Context: an optimization exercise on an open-source flow, tuned for small area, a short achievable clock period and few clock cycles. The choices shown serve that exercise and are no tape-out recipe.
Only simulation tests tie the RTL to the original design; equivalence was not proved.
Power figures rest on the tool's default switching activity, not on a simulated workload.

==> flow/design.v (excerpt) <==
module logic_core (
    input  wire        clk,
    input  wire        rst,
    input  wire        start,
    input  wire        cold,
    input  wire        rate_hi,
    input  wire [13:0] scan_ticks,
    output reg         done,
    output wire [13:0] imem_addr,
    input  wire [31:0] imem_rdata,
    output wire [11:0] bra_addr,
    input  wire        bra_data,
    output wire [11:0] brb_addr,
    input  wire        brb_data,
    output wire        bw_en,
    output wire [11:0] bw_addr,
    output wire        bw_data,
    output wire [11:0] wra_addr,
    input  wire [31:0] wra_data,
    output wire [11:0] wrb_addr,
    input  wire [31:0] wrb_data,
    output wire        ww_en,
    output wire [11:0] ww_addr,
    output wire [31:0] ww_data,
    output wire [7:0]  st_addr,
    input  wire [33:0] st_rdata,
    output wire        st_we,
    output wire [33:0] st_wdata
);
    localparam OP_NOP   = 6'h00, OP_MOVB = 6'h01, OP_NOTB = 6'h02, OP_AND  = 6'h03,
               OP_OR    = 6'h04, OP_XOR  = 6'h05, OP_SETB = 6'h06, OP_CLRB = 6'h07,
               OP_SETP  = 6'h08, OP_ANDP = 6'h09, OP_ORP  = 6'h0A, OP_NOTP = 6'h0B,
               OP_STP   = 6'h0C, OP_REDGE= 6'h0D, OP_FEDGE= 6'h0E,
               OP_MOV   = 6'h10, OP_MOVI = 6'h11, OP_ADD  = 6'h12, OP_SUB  = 6'h13,
               OP_MUL   = 6'h14, OP_DIV  = 6'h15, OP_ANDW = 6'h16, OP_ORW  = 6'h17,
               OP_XORW  = 6'h18,
               OP_EQ    = 6'h28, OP_LT   = 6'h29, OP_LE   = 6'h2A,
               OP_TON   = 6'h30, OP_TOF  = 6'h31, OP_TP   = 6'h32, OP_CTU  = 6'h33,
               OP_CTD   = 6'h34, OP_JMP  = 6'h3E, OP_END  = 6'h3F;
  ...
Size in the first run: about 4300 cells after synthesis, ~340 flip-flops, ~320 I/O pins.
==> flow/config.mk <==
export PLATFORM = sky130hd
export DESIGN_NAME = logic_core
export DESIGN_NICKNAME = logic_core
export VERILOG_FILES = /design/flow/design.v
export SDC_FILE = /design/flow/constraint.sdc
export NUM_CORES = 4
export LEC_CHECK = 0
export ABC_AREA = 1
export CAP_MARGIN = 20
export CORE_MARGIN = 2
export CORE_UTILIZATION = 50
export SLEW_MARGIN = 20
==> flow/constraint.sdc <==
create_clock -name core_clock -period 22.0 [get_ports {clk}]
set_input_delay 4.4000 -clock core_clock [delete_from_list [all_inputs] [get_ports {clk}]]
set_output_delay 4.4000 -clock core_clock [all_outputs]
set_load 0.01 [all_outputs]
standard.sh (not shown) runs the stock make flow with config.mk's settings and CLKGATE_MAP_FILE= SYNTH_SCRIPT=/design/flow/synth_recipe.tcl, a recipe that flattens the netlist after the stock synthesis.
==> flow/flow/run.sh <==
#!/bin/bash
# The standard layout (bash standard.sh) with two changes to how ORFS
# builds it; the SDC, the clock period and every other setting stay the standard flow's.
#  - repair_timing is asked to leave extra setup slack (SETUP_SLACK_MARGIN,
#    in ns), so that the layout's paths come out shorter than the clock
#    period requires;
#  - the port buffers that global placement inserts on every input and
#    output are buf_2 cells instead of ORFS's default delay buffers.
set -euo pipefail
export SETUP_SLACK_MARGIN=16.5
export BUFFER_PORTS_ARGS="-buffer_cell sky130_fd_sc_hd__buf_2"
bash standard.sh > standard.log 2>&1
Testbench counts at the start, summed over its fixed seeds: cycles 335,913.
Change:
--- a/flow/flow/run.sh
+++ b/flow/flow/run.sh
@@ -9,3 +9,3 @@
 set -euo pipefail
-export SETUP_SLACK_MARGIN=16.5
+export SETUP_SLACK_MARGIN=16
 export BUFFER_PORTS_ARGS="-buffer_cell sky130_fd_sc_hd__buf_2"
CORE_UTILIZATION = 55   (was 50)
The changed run went through all stages and came out clean.
Worst hold slack improved by 4.0 ps.
Power falls by 5.4%.
Via count falls by 1.5%.
Sequential power rises by about 1%.
Die area falls by 9.0%.
Count of clock-buffer cells in the layout rises by 3.
Wire length falls by 4.7%.
Non-clock buffer count falls by 209.
First-iteration DRC count rises by 4.8%.
Worst setup slack barely changes.
Utilization rises by 1.2 points.
Change:
--- a/flow/flow/run.sh
+++ b/flow/flow/run.sh
@@ -9,3 +9,3 @@
 set -euo pipefail
-export SETUP_SLACK_MARGIN=16
+export SETUP_SLACK_MARGIN=15
 export BUFFER_PORTS_ARGS="-buffer_cell sky130_fd_sc_hd__buf_2"
CORE_UTILIZATION = 40   (was 55)
Critical path depth rose by 2; global-route usage is lower by 11 points; worst setup slack is worse by 570 ps; register-to-register slack is worse by 570 ps; worst hold slack hardly moves; sequential share of layout area is higher by 0.12 points; power went up by 2.3%; first-iteration DRC count drops by 17%; fmax falls by 8.6%; clock power climbs by 17%.
Change:
--- a/flow/flow/run.sh
+++ b/flow/flow/run.sh
@@ -9,3 +9,3 @@
 set -euo pipefail
-export SETUP_SLACK_MARGIN=15
+export SETUP_SLACK_MARGIN=16
 export BUFFER_PORTS_ARGS="-buffer_cell sky130_fd_sc_hd__buf_2"
Worst setup slack improved by 500 ps.
Non-clock buffer count went up by 65.
Die area does not change.
Via count rises by 1.2%.
Sequential power hardly moves.
Change:
ABC_AREA = default   (was 1)
Wire length grows by about 1.5%.
Hold slack barely changes.
Non-clock buffer count rises by 29.
Worst setup slack hardly moves.
Clock power is higher by 8.6%.
Total power went down by about 30%.
Global-route usage came out lower by 0.55 points.
Clock skew drops by 6.0 ps.
Die area came out higher by about 2.6%.
Change:
ABC_AREA = 1   (was default)
CORE_UTILIZATION = 50   (was 40)
=>
- non-clock buffer count goes down by 50
- core utilization went up by 12 points
- design area decreases by 3.8%

* * *

Another version of the RTL of logic_core (not shown whole).
Size: ~4200 cells after synthesis, about 340 flip-flops, roughly 320 I/O pins, about 31000 um2 of cells after synthesis.
==> flow/config.mk <==
export PLATFORM = sky130hd
export DESIGN_NAME = logic_core
export DESIGN_NICKNAME = logic_core
export VERILOG_FILES = /design/flow/design.v
export SDC_FILE = /design/flow/constraint.sdc
export NUM_CORES = 4
export LEC_CHECK = 0
export ABC_AREA = 1
export CAP_MARGIN = 20
export CORE_MARGIN = 2
export CORE_UTILIZATION = 40
export SLEW_MARGIN = 20
==> flow/constraint.sdc <==
create_clock -name core_clock -period 22.0 [get_ports {clk}]
set_input_delay 4.4000 -clock core_clock [delete_from_list [all_inputs] [get_ports {clk}]]
set_output_delay 4.4000 -clock core_clock [all_outputs]
set_load 0.01 [all_outputs]
==> flow/flow/run.sh <==
#!/bin/bash
# The standard layout (bash standard.sh), with ORFS's repair_timing asked
# to leave extra setup slack (SETUP_SLACK_MARGIN, in ns) so that the layout's
# paths come out shorter than the clock period requires. The SDC, the clock
# period and every other setting stay the standard flow's.
set -euo pipefail
export SETUP_SLACK_MARGIN=15
bash standard.sh > standard.log 2>&1
The first run finished with timing, DRC and antenna clean.
Testbench counts at the start, summed over its fixed seeds: cycles 333,817.
Edit:
--- a/flow/flow/run.sh
+++ b/flow/flow/run.sh
@@ -5,4 +5,4 @@
 # period and every other setting stay the standard flow's.
 set -euo pipefail
-export SETUP_SLACK_MARGIN=15
+export SETUP_SLACK_MARGIN=16.5
 bash standard.sh > standard.log 2>&1
=> Routed wire length went up by 8.6%. Total power went up by 9.6%. Worst hold slack hardly moves. Cell area went up by 14%. Final cell count went up by 6.7%. Register-to-register slack gets better by 0.42 ns. Combinational power went up by 24%. Area after synthesis stays the same. Clock power went up by 9.3%.

==> port drivers added, routing unchanged <==
The flow's constraints put no driver on any port. The routed layouts listed below were extracted and timed again, unchanged, in two steps.
Step 1 (the two cells are an assumption about what drives the block):
set clk [get_ports {clk}]
set_driving_cell -lib_cell sky130_fd_sc_hd__clkbuf_16 $clk
set_driving_cell -lib_cell sky130_fd_sc_hd__buf_2 [delete_from_list [all_inputs] $clk]
Step 2 moves the port delays by t, midway between the first and last clock arrival at a register: inputs arrive t later, outputs are due t later. That takes back most of the time a late clock gives input paths.
Three values: no drivers, after step 1, after step 2; two values: the first two.
run | t (ns) | setup WS [ns] | slew at the worst register clock pin (ns)
the first run of note 1 | 0.683 | 15.949 / 15.949 / 15.936 | 0.08 / 0.08
the second run of note 1 | 0.664 | 15.950 / 15.950 / 15.692 | 0.07 / 0.07
the third run of note 1 | 0.678 | 15.379 / 15.379 / 15.280 | 0.08 / 0.08
the fourth run of note 1 | 0.683 | 15.883 / 15.883 / 15.541 | 0.07 / 0.07
the fifth run of note 1 | 0.664 | 15.884 / 15.884 / 15.609 | 0.07 / 0.07
the sixth run of note 1 | 0.676 | 15.969 / 15.969 / 15.763 | 0.08 / 0.08
the first run of note 2 | 0.653 | 15.034 / 14.964 / 14.564 | 0.09 / 0.09
the second run of note 2 | 0.683 | 15.282 / 15.210 / 15.519 | 0.07 / 0.07
After both steps setup and hold are still met in every run listed. The setup slack of the first run of note 2, which loses most, moves by -0.070 ns with the drivers and by -0.470 ns with both steps.
